Source: an optimization exercise on an open RTL-to-GDS flow (aim: small area, a short achievable clock period and few clock cycles per item). Production flows keep margins and buffers that such runs may drop. Function was checked by simulation only, so behaviour that the tests miss may differ from the original. Power and IR drop assume default switching activity.

`design/flow/config.mk`:
```
export PLATFORM = sky130hd
export DESIGN_NAME = rs_linecode_dec
export DESIGN_NICKNAME = rs_linecode_dec
export VERILOG_FILES = /design/flow/design.v
export SDC_FILE = /design/flow/constraint.sdc
export NUM_CORES = 4
export LEC_CHECK = 0
export CAP_MARGIN = 40
export CORE_MARGIN = 2
export CORE_UTILIZATION = 40
export SLEW_MARGIN = 30
```
`design/flow/constraint.sdc`:
```
create_clock -name core_clock -period 17.0 [get_ports {clk}]
set_input_delay 3.4000 -clock core_clock [delete_from_list [all_inputs] [get_ports {clk}]]
set_output_delay 3.4000 -clock core_clock [all_outputs]
set_load 0.01 [all_outputs]
```
`design/flow/design.v`:
```
module rs_linecode_dec (
    input  wire       clk,
    input  wire       rst,
    input  wire       in_valid,
    output wire       in_ready,
    input  wire [7:0] in_sym,
    input  wire       in_era_valid,
    input  wire [3:0] in_era_dev,
    output reg        out_valid,
    output reg  [7:0] out_sym,
    output reg        out_last,
    output reg        out_ue,
    output reg        out_ce,
    output reg  [3:0] out_nerr,
    output reg  [9:0] out_devmask
);
    function [7:0] gf_mul;
        input [7:0] a;
        input [7:0] b;
        integer i;
        reg [7:0] p;
        reg [7:0] aa;
        begin
            p  = 8'd0;
            aa = a;
            for (i = 0; i < 8; i = i + 1) begin
                if (b[i]) p = p ^ aa;
                aa = {aa[6:0], 1'b0} ^ (aa[7] ? 8'h1d : 8'h00);
            end
            gf_mul = p;
        end
    endfunction
    function [7:0] gf_pow;
        input integer n;
        integer i;
        reg [7:0] p;
        begin
            p = 8'd1;
            for (i = 0; i < n % 255; i = i + 1)
                p = {p[6:0], 1'b0} ^ (p[7] ? 8'h1d : 8'h00);
            gf_pow = p;
        end
    endfunction
    function [3:0] g16_mul;
        input [3:0] a;
        input [3:0] b;
        integer i;
        reg [3:0] p;
        reg [3:0] aa;
        begin
            p = 4'd0;
            aa = a;
            for (i = 0; i < 4; i = i + 1) begin
                if (b[i]) p = p ^ aa;
                aa = {aa[2:0], 1'b0} ^ (aa[3] ? 4'h3 : 4'h0);
            end
            g16_mul = p;
        end
    endfunction
    function [3:0] g16_inv;
        input [3:0] a;
        begin
            case (a)
            4'd0: g16_inv = 4'd0;
            4'd1: g16_inv = 4'd1;
            4'd2: g16_inv = 4'd9;
            4'd3: g16_inv = 4'd14;
            4'd4: g16_inv = 4'd13;
            4'd5: g16_inv = 4'd11;
            4'd6: g16_inv = 4'd7;
            4'd7: g16_inv = 4'd6;
            4'd8: g16_inv = 4'd15;
            4'd9: g16_inv = 4'd2;
            4'd10: g16_inv = 4'd12;
            4'd11: g16_inv = 4'd5;
            4'd12: g16_inv = 4'd10;
            4'd13: g16_inv = 4'd4;
            4'd14: g16_inv = 4'd3;
            4'd15: g16_inv = 4'd8;
            endcase
        end
    endfunction
    function [11:0] inv_a;
        input [7:0] a;
        reg [7:0] c;
        reg [3:0] h, l, d;
        begin
            c = {a[5], a[2] ^ a[5] ^ a[6], a[1] ^ a[3] ^ a[4], a[4] ^ a[7], a[3] ^ a[4] ^ a[5] ^ a[6], a[2] ^ a[4] ^ a[6], a[2] ^ a[3] ^ a[6] ^ a[7], a[0] ^ a[1] ^ a[2] ^ a[3] ^ a[4] ^ a[6] ^ a[7]};
            h = c[7:4];
            l = c[3:0];
            d = g16_mul(g16_mul(h, h), 4'd8) ^ g16_mul(h, l) ^ g16_mul(l, l);
            inv_a = {h, l, d};
        end
    endfunction
    function [7:0] inv_b;
        input [11:0] x;
        reg [3:0] h, l, di;
        reg [7:0] r;
        begin
            h  = x[11:8];
            l  = x[7:4];
            di = g16_inv(x[3:0]);
            r  = {g16_mul(h, di), g16_mul(h ^ l, di)};
            inv_b = {r[2] ^ r[4] ^ r[6] ^ r[7], r[1] ^ r[3] ^ r[4] ^ r[6], r[7], r[2] ^ r[6] ^ r[7], r[1] ^ r[2] ^ r[4], r[1] ^ r[3] ^ r[4] ^ r[7], r[1] ^ r[4] ^ r[5] ^ r[6] ^ r[7], r[0] ^ r[2] ^ r[4] ^ r[5]};
        end
    endfunction
    integer k;
    reg        rdy;
    reg [1:0]  skn;
    reg [12:0] sk0, sk1;                  
    wire       push = in_valid & rdy;
    wire       pop;
    wire [12:0] skin = {in_era_valid, in_era_dev, in_sym};
    wire [1:0] skn_nx = skn + {1'b0, push} - {1'b0, pop};
    assign in_ready = rdy;
    always @(posedge clk) begin
        if (rst) begin
            skn <= 2'd0;
            rdy <= 1'b1;
        end else begin
            skn <= skn_nx;
            rdy <= (skn_nx != 2'd2);
        end
        if (push) sk1 <= skin;
        if (pop) sk0 <= (skn == 2'd2) ? sk1 : skin;
        else if (skn == 2'd0) sk0 <= skin;
    end
    reg  [6:0] ipos;                      
    reg        pend;                      
    reg        era_in;
    reg  [3:0] edev_in;
    reg  [7:0] bufm [0:67];
    reg  [7:0] acc  [0:11];
    wire       launch;                    
    wire       acc_scale, acc_rot;
    reg        w_v;
    reg        w_first;                   
    reg  [7:0] w_sym;
    reg  [6:0] w_pos;
    reg        w_era;
    reg  [3:0] w_dev;
    wire       w_last = w_v && (w_pos == 7'd79);
    wire       go_clean;
    assign pop = (skn != 2'd0) && ((ipos != 7'd0) || !(pend || w_last) || launch);
    always @(posedge clk) begin
        if (rst) begin
            ipos <= 7'd0;
            pend <= 1'b0;
            w_v  <= 1'b0;
        end else begin
            if (pop) ipos <= (ipos == 7'd79) ? 7'd0 : ipos + 7'd1;
            w_v  <= pop;
            pend <= (pend && !launch) || w_last;
        end
        w_first <= (ipos == 7'd0);
        w_sym <= sk0[7:0];
        w_pos <= ipos;
        w_era <= sk0[12] && (sk0[11:8] <= 4'd9);
        w_dev <= sk0[11:8];
    end
    always @(posedge clk) begin
        if (w_v && w_pos < 7'd68) bufm[w_pos] <= w_sym;
        if (w_v && w_pos == 7'd0) begin
            era_in  <= w_era;
            edev_in <= w_dev;
        end
    end
    reg [7:0] acc_in [0:11];
    reg       last_zero;                  
    always @(*) begin
        last_zero = 1'b1;
        for (k = 0; k < 12; k = k + 1) begin
            acc_in[k] = (w_first ? 8'd0 : gf_mul(acc[k], gf_pow(k))) ^ w_sym;
            if (acc_in[k] != 8'd0) last_zero = 1'b0;
        end
    end
    reg acc_zero;                         
    always @(posedge clk)
        if (w_last) acc_zero <= last_zero;
    always @(posedge clk) begin
        for (k = 0; k < 12; k = k + 1) begin
            if (w_v)
                acc[k] <= acc_in[k];
            else if (acc_scale)
                acc[k] <= gf_mul(acc[k], gf_pow(176 * k));
            else if (acc_rot)
                acc[k] <= acc[(k + 1) % 12];
        end
    end
    localparam [3:0] S_IDLE = 4'd0,
                     S_ROT  = 4'd1,
                     S_BMD  = 4'd2,       
                     S_BMU  = 4'd3,       
                     S_BM1  = 4'd4,       
                     S_OMG  = 4'd5,
                     S_SIG1 = 4'd6,
                     S_SIG2 = 4'd7,
                     S_CNT  = 4'd8,
                     S_CEND = 4'd9,
                     S_DEC  = 4'd10,
                     S_RLD2 = 4'd11,
                     S_LEAD = 4'd12;
    reg  [3:0] st, st_n;
    reg  [3:0] r;                         
    reg  [3:0] rc;                        
    reg  [3:0] L;
    reg        d_era;
    reg  [3:0] d_dev;
    reg  [7:0] lam [0:10];                
    reg  [7:0] bp  [0:10];                
    reg  [7:0] gam, gtmp, dlt;
    reg        swp;
    reg  [3:0] cc;                        
    reg [10:0] mk;                        
    reg  [7:0] cl  [0:6];                 
    reg  [7:0] co  [0:9];                 
    reg  [7:0] cla [0:4];                 
    reg  [6:0] cp;                        
    reg  [3:0] nroot;
    reg  [9:0] dmask;
    reg        rf;                        
    reg  [3:0] rfdev;
    wire [3:0] rho   = d_era ? 4'd8 : 4'd0;
    wire [3:0] limit = d_era ? 4'd10 : 4'd6;
    reg [71:0] rom;
    always @(*) begin
        case (d_dev)
        4'd0: rom = 72'hf59029599645dc12fc;
        4'd1: rom = 72'hef63a3bf84576351e6;
        4'd2: rom = 72'h0e869c3e11d5428249;
        4'd3: rom = 72'hc49cfb61b9337ce3a8;
        4'd4: rom = 72'h7e48ab2db4b6a3e64f;
        4'd5: rom = 72'haabfec24eb6fc2a885;
        4'd6: rom = 72'ha94361db643077853b;
        4'd7: rom = 72'h934e741772ad5a8181;
        4'd8: rom = 72'h8824a2e77cac6cd90d;
        4'd9: rom = 72'h7fd192270fa548fdd9;
        default: rom = 72'h0;
        endcase
    end
    wire [7:0]  g1     = rom[7:0];
    wire [7:0]  g2     = rom[71:64];
    reg md_b;                             
    reg md_fo;                            
    reg  [7:0] f3_iv, f3_ov;              
    reg use_com;                          
    reg [7:0] com;
    reg hi;                               
    reg hi_a, hi_b;                       
    reg [7:0] dpart;
    reg       o_we;                       
    reg [3:0] o_idx;
    reg [7:0] o_val;                      
    reg  [7:0] la [0:6];
    reg  [7:0] ly [0:6];
    reg  [7:0] lp [0:6];
    reg  [7:0] lamv, bpv, accv;
    reg        mkv;
    reg  [7:0] dsum, dsumt;
    always @(*) begin
        for (k = 0; k < 7; k = k + 1) begin
            if ((k < 2 ? hi_a : hi_b) && k < 4) begin
                lamv = lam[k + 7];
                bpv  = bp[k + 7];
                accv = acc[(17 - k) % 12];
                mkv  = mk[k + 7];
            end else begin
                lamv = lam[k];
                bpv  = bp[k];
                accv = acc[(12 - k) % 12];
                mkv  = mk[k];
            end
            la[k] = md_b ? ((k == 0 && !hi_a) ? gam : bpv) : lamv;
            if (k == 6 && md_fo)
                la[k] = f3_ov;
            if (k == 6 && md_fo)
                ly[k] = f3_iv;
            else if (hi_b && k >= 4)
                ly[k] = 8'd0;
            else if (use_com)
                ly[k] = com;
            else
                ly[k] = mkv ? accv : 8'd0;
            lp[k] = gf_mul(la[k], ly[k]);
        end
        dsum = 8'd0;
        for (k = 0; k < 7; k = k + 1)
            dsum = dsum ^ lp[k];
        dsumt = dsum ^ (hi ? dpart : 8'd0);
    end
    reg [7:0] cv0;
    reg [7:0] cl1 [0:6];                  
    always @(*) begin
        cv0 = 8'd0;
        for (k = 0; k < 7; k = k + 1) begin
            cl1[k] = gf_mul(cl[k], gf_pow(k));
            cv0 = cv0 ^ cl[k];
        end
    end
    wire in_e    = d_era && (cp[6:3] == d_dev);
    reg  [3:0] need_r;                    
    reg        lim_r;                     
    wire [3:0] nroot_p = nroot + {3'd0, rf};
    reg  [7:0] f1_ov, f1_lo;
    reg        f1_rt;
    reg [11:0] f2_ia;
    reg  [7:0] f2_ov;
    reg        f2_rt;
    reg        f3_rt;
    reg  [7:0] f4_err;
    reg        f4_rt;
    reg  [7:0] ov_now, lo_now;
    always @(*) begin
        ov_now = 8'd0;
        for (k = 0; k < 10; k = k + 1) ov_now = ov_now ^ co[k];
        lo_now = 8'd0;
        for (k = 0; k < 5; k = k + 1) lo_now = lo_now ^ cla[k];
    end
    always @(posedge clk) begin
        f1_ov  <= ov_now;
        f1_lo  <= lo_now;
        f1_rt  <= (cv0 == 8'd0) || in_e;
        f2_ia  <= inv_a(f1_lo);
        f2_ov  <= f1_ov;
        f2_rt  <= f1_rt;
        f3_iv  <= inv_b(f2_ia);
        f3_ov  <= f2_ov;
        f3_rt  <= f2_rt;
        f4_err <= lp[6];
        f4_rt  <= f3_rt;
    end
    reg        oact;
    reg  [6:0] rp;
    reg        corr;
    reg        l_ue, l_corr;
    reg  [3:0] l_nerr;
    reg  [9:0] l_dm;
    assign go_clean = (st == S_IDLE) && pend && acc_zero;
    reg  go_dec;
    assign launch = go_clean || go_dec;
    always @(*) begin
        l_ue   = 1'b0;
        l_corr = 1'b0;
        l_nerr = 4'd0;
        l_dm   = 10'd0;
        go_dec = 1'b0;
        if (st == S_DEC && ((nroot != need_r) || lim_r)) begin
            go_dec = 1'b1;
            l_ue   = 1'b1;
        end else if (st == S_LEAD && cc == 4'd4) begin
            go_dec = 1'b1;
            l_corr = 1'b1;
            l_nerr = nroot;
            l_dm   = dmask;
        end
    end
    wire corr_now = launch ? l_corr : corr;
    always @(posedge clk) begin
        if (rst) begin
            oact      <= 1'b0;
            rp        <= 7'd0;
            out_valid <= 1'b0;
            out_last  <= 1'b0;
        end else begin
            out_valid <= launch || oact;
            out_last  <= oact && (rp == 7'd67);
            if (launch || oact) begin
                rp   <= (rp == 7'd67) ? 7'd0 : rp + 7'd1;
                oact <= (rp != 7'd67);
            end
        end
        out_sym <= bufm[rp] ^ ((corr_now && f4_rt) ? f4_err : 8'd0);
        if (launch) begin
            corr        <= l_corr;
            out_ue      <= l_ue;
            out_ce      <= !l_ue && (l_nerr != 4'd0);
            out_nerr    <= l_nerr;
            out_devmask <= l_dm;
        end
    end
    assign acc_scale = (st == S_IDLE) && pend && !acc_zero;
    wire two = d_era;                     
    wire adv = !two || hi;                
    wire dact = (st == S_BMD);            
    wire dzc  = (dlt == 8'd0);
    assign acc_rot   = (st == S_ROT) || (dact && adv) || (st == S_OMG && adv);
    always @(*) begin
        st_n = st;
        case (st)
        S_IDLE: if (pend && !acc_zero) st_n = era_in ? S_ROT : S_BMD;
        S_ROT:  if (cc == 4'd7) st_n = S_BMD;
        S_BMD:  if (adv) st_n = S_BM1;
        S_BM1:  if (dzc) st_n = (rc == 4'd11) ? S_OMG : S_BMD;
                else if (adv) st_n = S_BMU;
        S_BMU:  if (adv) st_n = (rc == 4'd11) ? S_OMG : S_BMD;
        S_OMG:  if (adv && cc == L - 4'd1) st_n = d_era ? S_SIG1 : S_CNT;
        S_SIG1: st_n = S_SIG2;
        S_SIG2: st_n = S_CNT;
        S_CNT:  if (cp == 7'd79 || nroot_p == need_r) st_n = S_CEND;
        S_CEND: st_n = S_DEC;
        S_DEC:  st_n = go_dec ? S_IDLE : (d_era ? S_RLD2 : S_LEAD);
        S_RLD2: st_n = S_LEAD;
        S_LEAD: if (cc == 4'd4) st_n = S_IDLE;
        default: st_n = S_IDLE;
        endcase
        if (rst) st_n = S_IDLE;
    end
    always @(posedge clk) begin
        st     <= st_n;
        md_b    <= (st_n == S_BM1);
        md_fo   <= (st_n == S_LEAD) || (st == S_LEAD) || oact;
        use_com <= (st_n == S_BM1) || (st_n == S_BMU) ||
                   (st_n == S_SIG1) || (st_n == S_DEC) ||
                   (st_n == S_SIG2) || (st_n == S_RLD2);
        if (st_n == S_BM1)
            com <= dact ? dsumt : dlt;
        else if (st_n == S_BMU)
            com <= gam;
        else if (st_n == S_SIG1 || st_n == S_DEC)
            com <= g1;
        else
            com <= g2;
        if (st == S_OMG) begin
            need_r <= L - rho;
            lim_r  <= (L > limit);
        end
        hi     <= two && !hi && !rst &&
                  (dact || (st == S_BM1 && !dzc) || st == S_BMU || st == S_OMG);
        hi_a   <= two && !hi && !rst &&
                  (dact || (st == S_BM1 && !dzc) || st == S_BMU || st == S_OMG);
        if (rst)
            hi_b <= 1'b0;
        else
            hi_b <= two && !hi &&
                    (dact || (st == S_BM1 && !dzc) || st == S_BMU || st == S_OMG);
        o_val <= dsumt;
        o_idx <= cc;
        if (st != S_OMG) o_we <= 1'b0;
        if (o_we && o_idx < 4'd10) co[o_idx] <= o_val;
        case (st)
        S_IDLE: if (pend && !acc_zero) begin
            d_era <= era_in;
            d_dev <= edev_in;
            lam[0] <= 8'd1;
            bp[0]  <= 8'd1;
            for (k = 1; k < 9; k = k + 1) begin
                lam[k] <= 8'd0;
                bp[k]  <= 8'd0;
            end
            lam[9]  <= 8'd0;
            lam[10] <= 8'd0;
            bp[9]   <= 8'd0;
            bp[10]  <= 8'd0;
            gam <= 8'd1;
            L   <= era_in ? 4'd8 : 4'd0;
            r   <= era_in ? 4'd8 : 4'd0;
            rc  <= 4'd0;
            dlt <= 8'd0;
            cc  <= 4'd0;
            mk  <= 11'h7ff;
            for (k = 0; k < 10; k = k + 1) co[k] <= 8'd0;
        end
        S_ROT: begin
            cc <= cc + 4'd1;
            if (cc == 4'd0)
                for (k = 1; k < 9; k = k + 1) begin
                    lam[k] <= rom[8*k-1 -: 8];
                    bp[k]  <= rom[8*k-1 -: 8];
                end
        end
        S_BMD: if (!adv) begin
            dpart <= dsum;
        end else begin
            dlt   <= dsumt;
            rc    <= r;
            r     <= r + 4'd1;
            bp[0] <= 8'd0;
            for (k = 1; k < 11; k = k + 1) bp[k] <= bp[k - 1];
        end
        S_BM1: if (dzc) begin
            if (rc == 4'd11) begin
                cc <= 4'd0;
                mk <= 11'h001;
            end
        end else begin
            if (!hi) begin
                gtmp <= lp[0];
                for (k = 1; k < 7; k = k + 1) bp[k] <= lp[k];
                swp <= ({L, 1'b0} <= {1'b0, rc} + {1'b0, rho});
            end else begin
                for (k = 0; k < 4; k = k + 1) bp[k + 7] <= lp[k];
            end
        end
        S_BMU: begin
            if (!hi) begin
                lam[0] <= lp[0];
                for (k = 1; k < 7; k = k + 1) lam[k] <= lp[k] ^ bp[k];
                if (swp)
                    for (k = 0; k < 7; k = k + 1) bp[k] <= lam[k];
            end else begin
                for (k = 0; k < 4; k = k + 1) lam[k + 7] <= lp[k] ^ bp[k + 7];
                if (swp)
                    for (k = 7; k < 11; k = k + 1) bp[k] <= lam[k];
            end
            if (adv) begin
                if (swp) begin
                    gam <= dlt;
                    L   <= rc + 4'd1 + rho - L;
                end else begin
                    gam <= gtmp;
                end
                dlt <= 8'd0;
                if (rc == 4'd11) begin
                    cc <= 4'd0;
                    mk <= 11'h001;
                end
            end
        end
        S_OMG: if (!adv) begin
            o_we  <= 1'b0;
            dpart <= dsum;
        end else begin
            o_we  <= 1'b1;
            cc <= cc + 4'd1;
            mk <= {mk[9:0], 1'b1};
            if (cc == L - 4'd1) begin
                for (k = 0; k < 5; k = k + 1) cla[k] <= lam[2 * k + 1];
                for (k = 0; k < 7; k = k + 1) cl[k] <= lam[k];
            end
        end
        S_SIG1: begin
            cl[1] <= lam[1] ^ lp[0];
            cl[2] <= lam[2] ^ lp[1];
            for (k = 3; k < 7; k = k + 1) cl[k] <= 8'd0;
        end
        S_SIG2: cl[2] <= cl[2] ^ lp[0];
        S_DEC: begin
            for (k = 0; k < 7; k = k + 1) cl[k] <= lam[k];
            if (d_era) begin
                cl[1] <= lam[1] ^ lp[0];
                cl[2] <= lam[2] ^ lp[1];
                for (k = 3; k < 7; k = k + 1) cl[k] <= 8'd0;
            end
            cc <= 4'd0;
        end
        S_RLD2: cl[2] <= cl[2] ^ lp[0];
        S_LEAD: cc <= cc + 4'd1;
        default: ;
        endcase
        if (st == S_CNT || st == S_LEAD || oact) begin
            for (k = 0; k < 7; k = k + 1) cl[k] <= cl1[k];
            cp <= cp + 7'd1;
        end else begin
            cp <= 7'd0;
        end
        if (st == S_LEAD || oact) begin
            for (k = 0; k < 10; k = k + 1) co[k] <= gf_mul(co[k], gf_pow(k));
            for (k = 0; k < 5; k = k + 1) cla[k] <= gf_mul(cla[k], gf_pow(2 * k + 1));
        end
    end
    always @(posedge clk) begin
        rf    <= (st == S_CNT) && (cv0 == 8'd0) && !in_e;
        rfdev <= cp[6:3];
        if (st == S_IDLE) begin
            nroot <= 4'd0;
            dmask <= 10'd0;
        end else if (rf) begin
            nroot <= nroot + 4'd1;
            dmask[rfdev] <= 1'b1;
        end
    end
endmodule
```
`design/flow/run.sh`:
```
#!/bin/bash
# synth_recipe.tcl (not shown) runs the flow's synth.tcl, then flattens the netlist and writes it again
# the make line also repeats each setting of config.mk as NAME=value (left out here)
make -C /OpenROAD-flow-scripts/flow DESIGN_CONFIG=/design/flow/config.mk WORK_HOME=/design/flow/orfs CLKGATE_MAP_FILE= SYNTH_SCRIPT=/design/flow/synth_recipe.tcl finish
```
==> summary.txt <==
logic make-up (layout without fill, tap and decap cells):
group           after synthesis  after routing  synth area share, %
compound gates             1045           1045                 8.22
buf+inv                     501            551                 2.73
simple gates               1751           1751                 10.2
fa+ha+maj                    54             54                0.895
mux                         414            414                 8.93
other cells                   0              5                    0
flops                      1356           1356                 50.1
xor+xnor                   1495           1495                 18.9
layout by cell type (no fill, tap or decap), types with 55 or more instances in the layout:
cell and n:
a211oi_1 66, a21oi_1 326, and2_1 60, buf_4 118, clkbuf_16 154, dfxtp_1 228, edfxtp_1 1109, inv_1 59
mux2i_1 173, mux4_2 208, nand2_1 611, nand3_1 82, nor2_1 630, nor2b_1 71, nor3_1 55, o21ai_0 321
xnor2_1 1020, xnor3_1 67, xor2_1 371
layout make-up:
class                   count  share of cell area [%]
well taps                2511                    3.71
inverters                  64                   0.286
clock buffers             204                    4.90
diodes                      5                  0.0148
repair buffers            219                    2.35
clock inverters            64                   0.766
flip-flops and latches   1356                    45.2
multi-input cells        4759                    42.8
registers in the layout, indices dropped and copies added (netlist names), 10 cells and up, named ones only:
signal,flops
acc,96
bp,88
bufm,544
cl,56
cla,40
co,80
dmask,10
lam,88
mk,10
out_devmask,10
rom,68
sk0,13
sk1,13
power by group through the flow:
stage          Combinational [uW]  Sequential, uW  Clock (uW)
3_3_place_gp                 2920            4290           0
6_report                     3050            4220        3230
2_1_floorplan                2220            4060           0
4_1_cts                      3000            4210        3290
5_1_grt                      3250            4220        3400
3_5_place_dp                 2980            4280           0
routing by layer:
| layer | global-route usage [%] | vias up | wire, um |
|---|---|---|---|
| met1 | 35.3 | 26300 | 102000 |
| met3 | 5.48 | 373 | 25500 |
| met5 | 0 | - | 31 |
| met4 | 8.86 | 4 | 8710 |
| li1 | - | 23400 | - |
| met2 | 36.3 | 2718 | 106000 |
stage by stage:
step | power (uW) | utilization, % | instance area (um^2)
floorplan | 6280 | - | 76300
global placement | 7210 | 41.6 | 79000
detailed placement | 7260 | 41.9 | 79600
CTS | 10500 | 44.5 | 84400
global route | 10900 | 44.6 | 84700
finish | 10500 | 44.7 | 84700
worst max-delay path: stages (launching register included):
cell      delay [ps]
dfxtp_2          740
buf_4            580
mux4_2           810
xor2_1           550
nand2_1          160
xnor2_1          180
a22oi_1          260
xnor3_1          860
xor2_1           280
xnor3_1          290
xor2_1           300
xnor3_1          460
o221ai_1         190
final timing paths:
kind / start / endpoint / cells after the start
hold / removal: f1_ov[3]$_DFF_P_ / f2_ov[3]$_DFF_P_ / 0
setup reg to reg: hi$_DFF_P_ / com[2]$_DFF_P_ / 12
setup / recovery: hi$_DFF_P_ / com[2]$_DFF_P_ / 12
hold reg to reg: f1_ov[3]$_DFF_P_ / f2_ov[3]$_DFF_P_ / 0
==> impl_metrics.json <==
{
  "grt_pass1_wl_um": 351000,
  "start_util_pct": 40.2,
  "worst_pin_slew_ps": 996,
  "die_h_um": 441,
  "period_minus_slack_ps": 5800,
  "synth-edff-count": 1109,
  "dieArea_mm2": 0.194,
  "cts_sinks": 1356,
  "fp.dieW_um": 441,
  "cts_hold_buffers": 0,
  "ctsHtreeMaxLevel": 4,
  "rrSetupSlack_ps": 11200,
  "critPathCaptureType": "flop",
  "yosysMostFrequentCell": "edfxtp_1",
  "ir_drop_mv": 0.114,
  "hpwl_um": 174000,
  "clock_path_buffers": 3,
  "antenna_found_initial": 19,
  "setup_tns_ps": 0,
  "clock_latency_ps": 850,
  "ant_nets": 0,
  "rsz0062_at_grt": "no",
  "timing.max_slew.rel_slack_pct": 33.6,
  "async_flop_share_pct": 0,
  "slew_violations": 0,
  "yosysSeqAreaShare_pct": 50.1,
  "fin_crit_sh_pct": 34.1,
  "drc": 0,
  "synthFlopType": "edfxtp_1",
  "syn-instance-count": 6616,
  "num_io_pins": 43,
  "synthTopCellsByCount": "edfxtp_1 (1109), xnor2_1 (1020), nor2_1 (641)",
  "gp_congestion": 0.979,
  "synth.area.top_cells": "edfxtp_1 (44%), xnor2_1 (12%), dfxtp_1 (6.5%)",
  "critPathKind": "reg2reg",
  "synth_nets": 6686,
  "vias_per_cell": 5.75,
  "synth_cell_types": 90,
  "setup_slack_ps": 11200,
  "hold_violations": 0,
  "synth_area_mm2": 0.0763,
  "dp_slack_ps": 11230,
  "cts.clk_slew.worst_paths_ps": 60,
  "grt_remaining_overflow": 0,
  "critPathMaxFanout": 46,
  "port-buffer-count": 42,
  "combPwrFrac_pct": 29.0,
  "holdCritPathClass": "reg2reg",
  "grt_max_degree": 157,
  "power.leakage_uw": 0.0279,
  "max_cap_violations": 0,
  "grt_pass1_vias": 50000,
  "tritoncts": "yes",
  "drt_pass1_iterations": 8,
  "internal_power_uw": 6990,
  "syn_avg_cell_area_um2": 11.5,
  "root_buffer": "clkbuf_16",
  "p_per_area_mw_per_mm2": 124,
  "cp_data_arrival_time_ps": 6540,
  "place_inst": 8871,
  "cts_resized": 0,
  "synth_top_area_share_pct": 43.6,
  "wire_per_inst_um": 26.4,
  "yosysWarningCount": 14,
  "status": "timing/DRC/antenna clean",
  "layoutNonFillerInstCount": 9182,
  "cp.required_ps": 17740,
  "start_kind": "flop",
  "core_mm2": 0.190,
  "swShare_pct": 33.5,
  "drtIter0Drc": 7007,
  "p_seq_share_pct": 40.2,
  "fmax_ghz": 0.172,
  "whs_ps": 327,
  "nFillCells": 17500,
  "grt.total_usage_pct": 24.6,
  "clkPwrFrac_pct": 30.8,
  "num_rows": 160,
  "numCtsBuffers": 150,
  "routed_wl_um": 243000,
  "p_switching_uw": 3510,
  "layout-drive-gt1-share_pct": 11.6,
  "multiInputGateArea_mm2": 0.0362,
  "setup_viol": 0,
  "area_delta_synth_final_pct": 11.1,
  "fin_nets": 6620,
  "synth_seq_cells": 1356,
  "clock_skew_ps": 78.0,
  "regArea_mm2": 0.0383,
  "netlist.top_cell.by_area": "edfxtp_1",
  "num_vias": 52800,
  "post_cts_buffers": 0
}
Testbench counts, summed over its fixed seeds: cycles 110,051, items 800.

## afterwards: timing with drivers on the ports
The results above use ideal ports. As a check the final layout listed here was re-extracted and re-timed, cells and wires unchanged.
Step 1, drivers: a clkbuf_16 drives clk and a buf_2 each remaining input, both assumed.
Step 2 times the ports against the registers' clock, not the clock port: input delays grow and output delays shrink by t, the midpoint of the rising clock arrivals with the driver on.
Three values: ideal, step 1, step 2; two values: the first two.
t (ns): 0.893
setup WS [ns]: 11.196 / 11.196 / 11.114
hold slack, ns: 0.327 / 0.327 / 0.327
latest minus earliest clock arrival (ns): 0.079 / 0.079
worst slew at a driven data input, ns: 0.05
After both steps this run still meets setup and hold. The setup slack of this run moves by 0.000 ns with the drivers and by -0.082 ns with both steps.
